Background: an optimization exercise with open tools, aiming at small area and a short achievable clock period. Do not read the settings as production practice. The RTL was checked by simulation tests, not by an equivalence proof against the original design. Power and IR drop assume default switching activity.

`design/flow/run.sh`:
```
#!/bin/bash
# synth_recipe.tcl (not shown) runs the flow's synth.tcl, then flattens the netlist and writes it again
# the make line also repeats each setting of config.mk as NAME=value (left out here)
make -C /OpenROAD-flow-scripts/flow DESIGN_CONFIG=/design/flow/config.mk WORK_HOME=/design/flow/orfs CLKGATE_MAP_FILE= SYNTH_SCRIPT=/design/flow/synth_recipe.tcl finish
```
`design/flow/config.mk`:
```
export PLATFORM = sky130hd
export DESIGN_NAME = egress_arb
export DESIGN_NICKNAME = egress_arb
export VERILOG_FILES = /design/flow/design.v
export SDC_FILE = /design/flow/constraint.sdc
export NUM_CORES = 4
export LEC_CHECK = 0
export CAP_MARGIN = 20
export CORE_MARGIN = 2
export CORE_UTILIZATION = 65
export SLEW_MARGIN = 20
```
`design/flow/constraint.sdc`:
```
create_clock -name core_clock -period 42.0 [get_ports {clk}]
set_input_delay 8.4000 -clock core_clock [delete_from_list [all_inputs] [get_ports {clk}]]
set_output_delay 8.4000 -clock core_clock [all_outputs]
set_load 0.01 [all_outputs]
```
`design/flow/design.v`:
```
module egress_arb (
    input  wire        clk,
    input  wire        rst,           
    input  wire [15:0] req,           
    input  wire [15:0] fits,          
    input  wire [79:0] flits,         
    input  wire        map_we,        
    input  wire [3:0]  map_idx,
    input  wire [3:0]  map_val,
    input  wire        commit,        
    input  wire [15:0] clr,           
    output wire        gnt,           
    output wire [3:0]  gnt_idx,       
    output reg  [3:0]  last_win,      
    output wire        busy,          
    output wire [15:0] in_backoff,
    output wire [15:0] capped,        
    output wire [63:0] act_map        
);
    localparam integer KB = 8;        
    reg  [3:0]  map_sh  [0:15];
    reg  [3:0]  map_act [0:15];
    reg  [14:0] lf      [0:15];       
    reg  [15:0] inbo;                 
    reg  [12:0] age     [0:15];       
    reg         p1, p2, p3, p4, p5;   
    reg  [15:0] parts;                
    reg  [15:0] sel;                  
    reg  [3:0]  win;
    reg  [3:0]  win_in;
    reg  [4:0]  scnt;                 
    reg  [1:0]  ssub;
    reg         busy_r;
    reg         cmt_pend;
    wire [15:0] present = req & fits & ~inbo;
    genvar g;
    generate
        for (g = 0; g < 16; g = g + 1) begin : g_map
            assign act_map[4*g +: 4] = map_act[g];
        end
    endgenerate
    assign in_backoff = inbo;
    assign gnt     = p5;
    assign gnt_idx = win;
    assign busy    = busy_r;
    wire idle     = ~(p1 | p2 | p3 | p4 | p5);
    wire any_pres = |present;
    wire open_now = idle & ~busy_r & any_pres;
    function [17:0] step4;            
        input [15:0] c;
        input [31:0] d;
        integer k;
        reg a3, a2, a1;
        reg [1:0] mx;
        begin
            a3 = 1'b0; a2 = 1'b0; a1 = 1'b0;
            for (k = 0; k < 16; k = k + 1) begin
                a3 = a3 | (c[k] & (d[2*k +: 2] == 2'd3));
                a2 = a2 | (c[k] & (d[2*k +: 2] == 2'd2));
                a1 = a1 | (c[k] & (d[2*k +: 2] == 2'd1));
            end
            mx = a3 ? 2'd3 : a2 ? 2'd2 : a1 ? 2'd1 : 2'd0;
            step4[17:16] = mx;
            for (k = 0; k < 16; k = k + 1)
                step4[k] = c[k] & (d[2*k +: 2] == mx);
        end
    endfunction
    function [15:0] step2;            
        input [15:0] c;
        input [15:0] d;
        begin
            step2 = (|(c & d)) ? (c & d) : c;
        end
    endfunction
    reg  [31:0] dA [0:4];
    reg  [15:0] dA12;
    reg  [17:0] rA0, rA1, rA3, rA4;
    reg  [15:0] rA2;
    integer ia;
    always @(*) begin
        for (ia = 0; ia < 16; ia = ia + 1) begin
            dA[0][2*ia +: 2] = map_act[ia][3:2];
            dA[1][2*ia +: 2] = map_act[ia][1:0];
            dA12[ia]         = age[ia][12];
            dA[3][2*ia +: 2] = age[ia][11:10];
            dA[4][2*ia +: 2] = age[ia][9:8];
        end
        rA0 = step4(parts, dA[0]);
        rA1 = step4(rA0[15:0], dA[1]);
        rA2 = step2(rA1[15:0], dA12);
        rA3 = step4(rA2, dA[3]);
        rA4 = step4(rA3[15:0], dA[4]);
    end
    reg  [31:0] dB [0:3];
    reg  [15:0] dBz;
    reg  [15:0] rB0;
    reg  [17:0] rB1, rB2, rB3, rB4;
    reg  [15:0] wb;
    reg  [3:0]  wi;
    reg         taken;
    integer ib;
    always @(*) begin
        for (ib = 0; ib < 16; ib = ib + 1) begin
            dBz[ib]          = (age[ib][KB-1:0] == {KB{1'b0}});
            dB[0][2*ib +: 2] = age[ib][7:6];
            dB[1][2*ib +: 2] = age[ib][5:4];
            dB[2][2*ib +: 2] = age[ib][3:2];
            dB[3][2*ib +: 2] = age[ib][1:0];
        end
        rB0 = step2(sel, dBz);
        rB1 = step4(rB0, dB[0]);
        rB2 = step4(rB1[15:0], dB[1]);
        rB3 = step4(rB2[15:0], dB[2]);
        rB4 = step4(rB3[15:0], dB[3]);
        taken = 1'b0;
        wb = 16'd0;
        wi = 4'd0;
        for (ib = 0; ib < 16; ib = ib + 1) begin
            wb[ib] = rB4[ib] & ~taken;
            if (rB4[ib] & ~taken) wi = ib[3:0];
            taken = taken | rB4[ib];
        end
    end
    reg [4:0] win_flits;
    integer iw;
    always @(*) begin
        win_flits = 5'd0;
        for (iw = 0; iw < 16; iw = iw + 1)
            win_flits = win_flits | (flits[5*iw +: 5] & {5{sel[iw]}});
    end
    wire scnt_gt2 = (scnt[4] | scnt[3] | scnt[2] | (scnt[1] & scnt[0]));
    wire cmt_any   = commit | cmt_pend;
    wire cmt_apply = cmt_any & idle & ~open_now;
    always @(posedge clk) begin
        if (rst) begin
            p1       <= 1'b0;
            p2       <= 1'b0;
            p3       <= 1'b0;
            p4       <= 1'b0;
            p5       <= 1'b0;
            scnt     <= 5'd0;
            ssub     <= 2'd0;
            busy_r   <= 1'b0;
            cmt_pend <= 1'b0;
            last_win <= 4'd0;
        end else begin
            p1 <= open_now;
            p2 <= p1;
            p3 <= p2 & any_pres;
            p4 <= p3;
            p5 <= p4;
            if (p5)
                last_win <= win_in;
            busy_r <= p4 | p5 | ssub[1] | scnt_gt2;
            if (p5) begin
                ssub <= 2'd2;
                scnt <= win_flits;
            end else if (ssub != 2'd0) begin
                ssub <= ssub - 2'd1;
            end else if (scnt_gt2) begin
                ssub <= 2'd2;
                scnt <= scnt - 5'd2;
            end
            cmt_pend <= cmt_any & ~cmt_apply;
        end
        if (p2)
            parts <= present;
        if (p3) begin
            sel    <= rA4[15:0];
            win_in <= {rA0[17:16], rA1[17:16]};
        end
        if (p4) begin
            sel <= wb;
            win <= wi;
        end
    end
    wire [3:0] val_d1 = map_val | {4{rst}};
    wire [3:0] val_d0 = map_val & {4{~rst}};
    reg [3:0]  sh_n, sh_d;
    reg [14:0] lf_n;
    reg [13:0] lf_lo;
    reg        kill, lose;
    integer i, b;
    always @(posedge clk) begin
        for (i = 0; i < 16; i = i + 1) begin
            for (b = 0; b < 4; b = b + 1)
                sh_d[b] = (((i < 8) ? 4'd12 : i - 8) >> b) & 1 ? val_d1[b] : val_d0[b];
            sh_n = (rst || (map_we && map_idx == i[3:0])) ? sh_d : map_sh[i];
            map_sh[i] <= sh_n;
            if (rst || cmt_apply)
                map_act[i] <= sh_n;
            if (rst || !req[i] || (p5 && sel[i]))
                age[i] <= 13'd0;
            else if (!age[i][12])
                age[i] <= age[i] + 13'd1;
            kill  = rst | clr[i] | (p5 & sel[i]);
            lose  = p5 & parts[i] & ~sel[i];
            lf_lo = {1'b0, lf[i][12:0]} + {13'd0, lose | inbo[i]};
            if (lf[i][14])
                lf_n = {2'b10, lf_lo[12:0]};
            else
                lf_n = {lf[i][14:13] + {1'b0, lf_lo[13]}, lf_lo[12:0]};
            if (kill) begin
                lf[i]   <= 15'd16;
                inbo[i] <= 1'b0;
            end else begin
                lf[i]   <= lf_n;
                inbo[i] <= |(lf_n & (lf_n - 15'd1));
            end
        end
    end
    reg [3:0]  cap_lo [0:15];
    reg [3:0]  cap_hi [0:15];
    reg [15:0] capped_r;
    integer ic, ac, bc;
    always @(*) begin
        for (ic = 0; ic < 16; ic = ic + 1)
            for (ac = 0; ac < 4; ac = ac + 1) begin
                cap_lo[ic][ac] = (lf[ic][14] | (lf[ic][13] & inbo[ic])) &
                                 (map_act[ic][1:0] == ac[1:0]);
                cap_hi[ic][ac] = (map_act[ic][3:2] == ac[1:0]);
            end
        for (bc = 0; bc < 4; bc = bc + 1)
            for (ac = 0; ac < 4; ac = ac + 1) begin
                capped_r[4*bc+ac] = 1'b0;
                for (ic = 0; ic < 16; ic = ic + 1)
                    capped_r[4*bc+ac] = capped_r[4*bc+ac] |
                                        (cap_lo[ic][ac] & cap_hi[ic][bc]);
            end
    end
    assign capped = capped_r;
endmodule
```
==> flow_summary.json, run 1 <==
{
  "crit_type": "flop to primary output",
  "final_cell_mix": "728 x nor2_1, 544 x dfxtp_1, 522 x nand2_1",
  "finalClockSkew_ns": 0.04844,
  "synth_ff_type": "dfxtp_1",
  "ys_ff_latch": 650,
  "syn_inst": 5419,
  "async_reset_ff_share_pct": 0,
  "grt_pass1_vias": 46200,
  "die_w_um": 259.9,
  "grt_max_degree": 67,
  "clock_latency_ns": 0.66,
  "antenna_found_initial": 9,
  "synth.avg_cell_area_sq_um": 7.854,
  "post_cts_buffers": 0,
  "io_buffers": 245,
  "fillers": 4398,
  "vias_per_cell": 7.569,
  "tns_ns": 0,
  "synth-edff-count": 104,
  "htreeDepth": 3,
  "crit_slowest_cell": "a21oi_1",
  "peakVddDrop_uv": 51.22,
  "slew_viol_final": 0,
  "max_freq_ghz": 0.08179,
  "vias": 48350,
  "powerDensity_nw_per_um2": 34.83,
  "cp.arrival_ns": 3.83,
  "cts_root_buf": "clkbuf_16",
  "gp_congestion": 1.189,
  "clock_path_buffers": 3,
  "first_pass_iters": 13,
  "ff2ff_setup_slack_ns": 29.78,
  "wl_um": 197000,
  "drcViolationCount": 0,
  "wire_per_inst_um": 30.83,
  "overflow": 0,
  "tightest_slew_ns": 1.287,
  "synthToLayoutAreaGrowth_pct": 11.67,
  "hold_violations": 0,
  "ys_types": 109,
  "cts_sinks": 650,
  "p_leak_nw": 17.24,
  "setup.worst_path.start_class": "flop",
  "critPathRequiredTime_ns": 33.60,
  "dieHeight_um": 259.9,
  "period_minus_slack_ns": 12.23,
  "rows": 93,
  "grt.total_usage_pct": 56.19,
  "status": "timing/DRC/antenna clean",
  "finalSetupViolCount": 0,
  "nNetsFinal": 5726,
  "initial_core_util_pct": 65.91,
  "slowest_delay_ns": 0.70,
  "slew_headroom_pct": 13.43,
  "synth.area.top_cells": "dfxtp_1 26%, edfxtp_1 7.3%, nor2_1 6.4%, nand2_1 4.6%, xor2_1 4.4%",
  "die_area_sq_um": 67550,
  "crit_path_end_kind": "primary output",
  "ant_nets": 0,
  "holdBufCountCts": 0,
  "layout_setup_ws_ns": 29.77,
  "critPathLaunch": "inbo[12]$_SDFF_PP0_",
  "grt_pass1_wl_um": 286000,
  "path_cells": "a21oi_1, nor3_1, buf_4, a22oi_1, o211ai_1, a2111oi_0, nand4_1, clkdlybuf4s50_1",
  "r2r_cells": 27,
  "hp-class": "flop to flop",
  "fp.coreArea_sq_um": 64580,
  "cp-endpoint": "capped[8]",
  "syn-num-nets": 5674,
  "total_power_mw": 1.655,
  "min_period_over_period_pct": 29.11,
  "io_pins": 246,
  "timing.rr.start": "age[5][6]$_SDFFE_PP0N_",
  "drt_iter0_drc": 9175,
  "yosysWarnings": 9,
  "cts_resized": 0,
  "place_ws_ns": 30.10,
  "crit_fanout": 4,
  "mostFrequentLayoutCell": "nor2_1",
  "drive_above_1_share_pct": 4.326,
  "synth_top_area_share_pct": 25.68,
  "drv_cap": 0,
  "dp_hpwl_um": 139100,
  "clkTransAtPathRegs_ns": 0.06,
  "cts_made_buffers": 69,
  "yosysTopAreaCell": "dfxtp_1",
  "syn-cell-area_sq_um": 42560,
  "ys_seq_area_share_pct": 33.02,
  "rr_endpoint": "win[1]$_SDFFCE_PP1P_",
  "cts_tree": "built",
  "rsz0062_at_grt": "no"
}
-- stage by stage --
step | utilization, % | hold WS (ns) | area (sq um) | std cells
floorplan | - | 0.4287 | 42560 | 5419
global placement | 69.90 | 0.4367 | 45140 | 6253
detailed placement | 69.90 | 0.4535 | 45140 | 6253
CTS | 73.50 | 0.4683 | 47470 | 6378
global route | 73.57 | 0.4721 | 47510 | 6380
finish | 73.60 | 0.4627 | 47530 | 6388
-- how the worst min path moves through the flow --
stage	from	end	slack, ns	cells after the start
2_1_floorplan	map_sh[1][3]$_DFF_P_	map_sh[1][3]$_DFF_P_	0.43	1
3_3_place_gp	map_sh[1][3]$_DFF_P_	map_sh[1][3]$_DFF_P_	0.44	1
3_5_place_dp	map_sh[7][2]$_DFF_P_	map_sh[7][2]$_DFF_P_	0.45	2
4_1_cts	p1$_SDFF_PP0_	p2$_SDFF_PP0_	0.47	1
5_1_grt	p1$_SDFF_PP0_	p2$_SDFF_PP0_	0.47	1
6_report	p1$_SDFF_PP0_	p2$_SDFF_PP0_	0.46	1
-- Yosys cell counts, types with 25 or more instances --
master and count:
buf_2 65, a211oi_1 25, nor3_1 148, xor2_1 212, and2_1 121, nand3b_1 72
dfxtp_1 546, nand2_1 522, nor2b_1 114, a21oi_1 211, nor2_1 728, ha_1 115
a31oi_1 62, mux2i_1 78, a32oi_1 31, o211ai_1 62, and3_1 156, a22oi_1 67
nor3b_1 36, nand4_1 141, o21ai_0 158, edfxtp_1 104, inv_1 159, clkbuf_1 224
a221oi_1 25, maj3_1 38, nand2b_1 70, nor4_1 65, nand3_1 279, or3_1 62
o2111ai_1 55, o22ai_1 39, xnor2_1 150, a22o_1 25
-- cells by family after synthesis --
family | count (synthesis) | synth area share (%)
simple gates | 2648 | 31.35
compound gates | 1050 | 17.45
flops | 650 | 33.02
buf+inv | 476 | 4.571
xor+xnor | 362 | 7.449
fa+ha+maj | 153 | 4.274
mux | 80 | 1.887
-- critical path, delay by kind of cell, from the launching register on --
| family | cells | cell delay (ns) |
|---|---|---|
| AND/OR/NAND/NOR | 2 | 0.32 |
| buffers and inverters | 2 | 0.73 |
| flip-flops | 1 | 0.34 |
| AO/OA/AOI/OAI | 4 | 1.78 |
-- sequential cells by signal (all words and copies together), names as in the netlist --
name and count:
scnt 5, lf 240, win_in 4, busy_r 1, age 208, p1 1
win 4, p4 1, last_win 4, map_act 64, sel 16, p5 1
inbo 16, p2 1, p3 1, ssub 2, cmt_pend 1, parts 16
map_sh 64
-- power breakdown --
group          switching (mW)  internal, mW
Sequential             0.0708         0.659
Combinational           0.183        0.0996
Clock                   0.281         0.362
Total                   0.535          1.12
-- layout make-up --
type	instances	area, sq um	area share (%)
sequential	650	14060	29.57
clock inverter	21	299.0	0.6292
antenna	8	20.02	0.04212
clock buffer	104	2022	4.254
inverter	161	604.3	1.271
timing repair buffer	296	2850	5.997
multi-input combinational	4293	26610	55.98
tap	855	1070	2.251
-- metal layers --
metal / GRT usage (%) / vias to the layer above / wire length (um)
li1: - / 19680 / -
met3: 23.76 / 1612 / 32630
met1: 63.98 / 22230 / 63750
met2: 80.80 / 4821 / 78190
met4: 48.04 / 8 / 22260
met5: 2.350 / - / 134
==> inputs of run 2 (changes only) <==
--- a/design/flow/config.mk
+++ b/design/flow/config.mk
@@ -8,4 +8,4 @@
 export CAP_MARGIN = 20
 export CORE_MARGIN = 2
-export CORE_UTILIZATION = 65
+export CORE_UTILIZATION = 40
 export SLEW_MARGIN = 20
==> flow_summary.json, run 2 <==
{
  "cts_root_buf": "clkbuf_16",
  "cts_sinks": 650,
  "gp_congestion": 1.050,
  "finalSetupViolCount": 0,
  "fp.coreArea_sq_um": 105400,
  "synth.avg_cell_area_sq_um": 7.854,
  "htreeDepth": 3,
  "critPathRequiredTime_ns": 33.60,
  "syn-cell-area_sq_um": 42560,
  "grt.total_usage_pct": 33.76,
  "dp_hpwl_um": 145800,
  "async_reset_ff_share_pct": 0,
  "fillers": 10490,
  "cp.arrival_ns": 3.59,
  "timing.rr.start": "map_act[11][2]$_DFFE_PP_",
  "mostFrequentLayoutCell": "nor2_1",
  "io_pins": 246,
  "largest_register_ffs": 240,
  "status": "timing/DRC/antenna clean",
  "synth_common_cells": "728 x nor2_1, 546 x dfxtp_1, 522 x nand2_1, 279 x nand3_1, 224 x clkbuf_1",
  "max_freq_ghz": 0.08342,
  "drcViolationCount": 0,
  "hold_end": "p2$_SDFF_PP0_",
  "synthToLayoutAreaGrowth_pct": 14.35,
  "rsz0062_at_grt": "no",
  "die_area_sq_um": 109000,
  "drv_cap": 0,
  "synth-edff-count": 104,
  "slew_viol_final": 0,
  "synth.area.top_cells": "dfxtp_1 26%, edfxtp_1 7.3%, nor2_1 6.4%, nand2_1 4.6%, xor2_1 4.4%",
  "first_pass_iters": 19,
  "io_buffers": 245,
  "synth_ff_type": "dfxtp_1",
  "post_cts_buffers": 0,
  "cts_tree": "built",
  "drive_above_1_share_pct": 5.154,
  "overflow": 0,
  "ys_ff_latch": 650,
  "dieHeight_um": 330.2,
  "peakVddDrop_uv": 36.41,
  "rows": 119,
  "slew_headroom_pct": 22.46,
  "ys_seq_area_share_pct": 33.02,
  "final_cell_mix": "728 x nor2_1, 545 x dfxtp_1, 522 x nand2_1",
  "wire_per_inst_um": 27.30,
  "hp-start": "p1$_SDFF_PP0_",
  "crit_path_end_kind": "primary output",
  "initial_core_util_pct": 40.38,
  "ys_types": 109,
  "clock_path_buffers": 3,
  "syn-num-nets": 5674,
  "cts_resized": 0,
  "crit_slowest_cell": "a21oi_1",
  "tightest_slew_ns": 1.152,
  "grt_pass1_vias": 41130,
  "cts_made_buffers": 78,
  "powerDensity_nw_per_um2": 34.95,
  "ant_nets": 0,
  "hold_path_depth": 1,
  "finalClockSkew_ns": 0.02980,
  "ff2ff_setup_slack_ns": 30.33,
  "slowest_delay_ns": 0.68,
  "clock_latency_ns": 0.68,
  "grt_max_degree": 66,
  "yosysTopAreaCell": "dfxtp_1",
  "vias_per_cell": 6.269,
  "setup.worst_path.start_class": "flop",
  "rr_endpoint": "sel[5]$_DFFE_PP_",
  "yosysWarnings": 9,
  "period_minus_slack_ns": 11.99,
  "vias": 43630,
  "syn_inst": 5419,
  "critPathLaunch": "inbo[8]$_SDFF_PP0_",
  "synth_most_common_cell": "nor2_1",
  "grt_pass1_wl_um": 274000,
  "r2r_cells": 27,
  "drt_iter0_drc": 4882,
  "synth_top_area_share_pct": 25.68,
  "tns_ns": 0,
  "nNetsFinal": 5760,
  "clkTransAtPathRegs_ns": 0.06,
  "wl_um": 190000,
  "min_period_over_period_pct": 28.54,
  "largest-register": "lf",
  "reg.largest.list": "lf x240, age x208",
  "hp-class": "flop to flop",
  "crit_type": "flop to primary output",
  "crit_fanout": 4,
  "antenna_found_initial": 5,
  "hold_violations": 0,
  "final_util_pct": 46.17,
  "p_leak_nw": 17.49,
  "holdBufCountCts": 0,
  "path_cells": "a21oi_1, nor3b_1, nor2b_1, a31oi_1, nand3_1, or4_1, clkdlybuf4s50_1",
  "die_w_um": 330.2
}
-- run 2: cell counts after synthesis --
Identical to the previous run, type by type.
-- run 2: cell families after synthesis --
| family | after synthesis | share of synthesized area [%] |
|---|---|---|
| AND/OR/NAND/NOR | 2648 | 31.35 |
| AO/OA/AOI/OAI | 1050 | 17.45 |
| buffers and inverters | 476 | 4.571 |
| adder cells (fa/ha/maj) | 153 | 4.274 |
| flip-flops | 650 | 33.02 |
| multiplexers | 80 | 1.887 |
| XOR/XNOR | 362 | 7.449 |
-- run 2: metal layers --
layer	routed length, um	global-route usage [%]	part of all wire (%)
met1	74920	42.00	39
met2	81710	52.00	43
met3	17720	7.062	9.3
met4	15610	23.99	8.2
met5	60	0	0.032
-- run 2: area by class of cell --
| type | instances | area (sq um) | area share (%) |
|---|---|---|---|
| tap | 1391 | 1740 | 3.576 |
| clock inverter | 35 | 420.4 | 0.8638 |
| sequential | 650 | 14050 | 28.88 |
| antenna | 1 | 2.502 | 0.005142 |
| inverter | 161 | 604.3 | 1.242 |
| timing repair buffer | 321 | 3028 | 6.221 |
| multi-input combinational | 4293 | 26620 | 54.70 |
| clock buffer | 108 | 2196 | 4.512 |
-- run 2: worst max-delay path by stage --
stage / end / slack, ns / depth (start not counted)
2_1_floorplan: map_act[0][0]$_DFFE_PP_ / 30.64 / 7
3_5_place_dp: map_act[13][1]$_DFFE_PP_ / 29.84 / 9
5_1_grt: sel[7]$_DFFE_PP_ / 29.68 / 28
4_1_cts: capped[14] / 29.97 / 7
6_report: capped[14] / 30.01 / 7
3_3_place_gp: map_act[13][0]$_DFFE_PP_ / 29.79 / 9
-- run 2: critical path, delay by kind of cell (launching register included) --
family                 cells  cell delay (ns)
AO/OA/AOI/OAI              2             0.83
AND/OR/NAND/NOR            4             1.22
buffers and inverters      1             0.51
flip-flops                 1             0.35
-- run 2: power breakdown --
part	switching [mW]	internal, mW
Sequential	0.0592	0.659
Combinational	0.186	0.100
Clock	0.300	0.396
Total	0.546	1.15
-- run 2: per-stage QoR --
step | setup slack (ns) | power (mW) | std cells | instance area (sq um) | hold slack [ns]
after CTS | 29.97 | 1.698 | 6959 | 48670 | 0.4622
after detailed placement | 29.84 | 1.003 | 6816 | 46050 | 0.4494
after global placement | 29.79 | 1.004 | 6815 | 46040 | 0.4358
final | 30.01 | 1.701 | 6960 | 48670 | 0.4589
after global routing | 29.68 | 1.745 | 6959 | 48670 | 0.4698
after floorplan | 30.64 | 0.8613 | 5419 | 42560 | 0.4287

## static timing again, ports no longer ideal
In the flow no input, the clock included, has a driving cell. The finished layouts below were timed again as built, in two steps. Step 1, drivers: a clkbuf_16 drives clk and a buf_2 each remaining input, both assumed. Step 2 moves the port delays by t, midway between the first and last clock arrival at a register: inputs arrive t later, outputs are due t later. That takes back most of the time a late clock gives input paths. a / b / c = ideal / step 1 / step 2; a / b = the first two.
run	t (ns)	setup slack, ns	worst setup path after step 2	pins driven straight from the clock port
run 1	0.705	29.773 / 29.700 / 29.586	input to register	1
run 2	0.744	30.012 / 29.935 / 29.879	input to register	1
After both steps setup and hold are still met in every run listed. For run 1, which loses most, drivers alone change the setup slack by -0.073 ns; drivers and shift together by -0.187 ns.
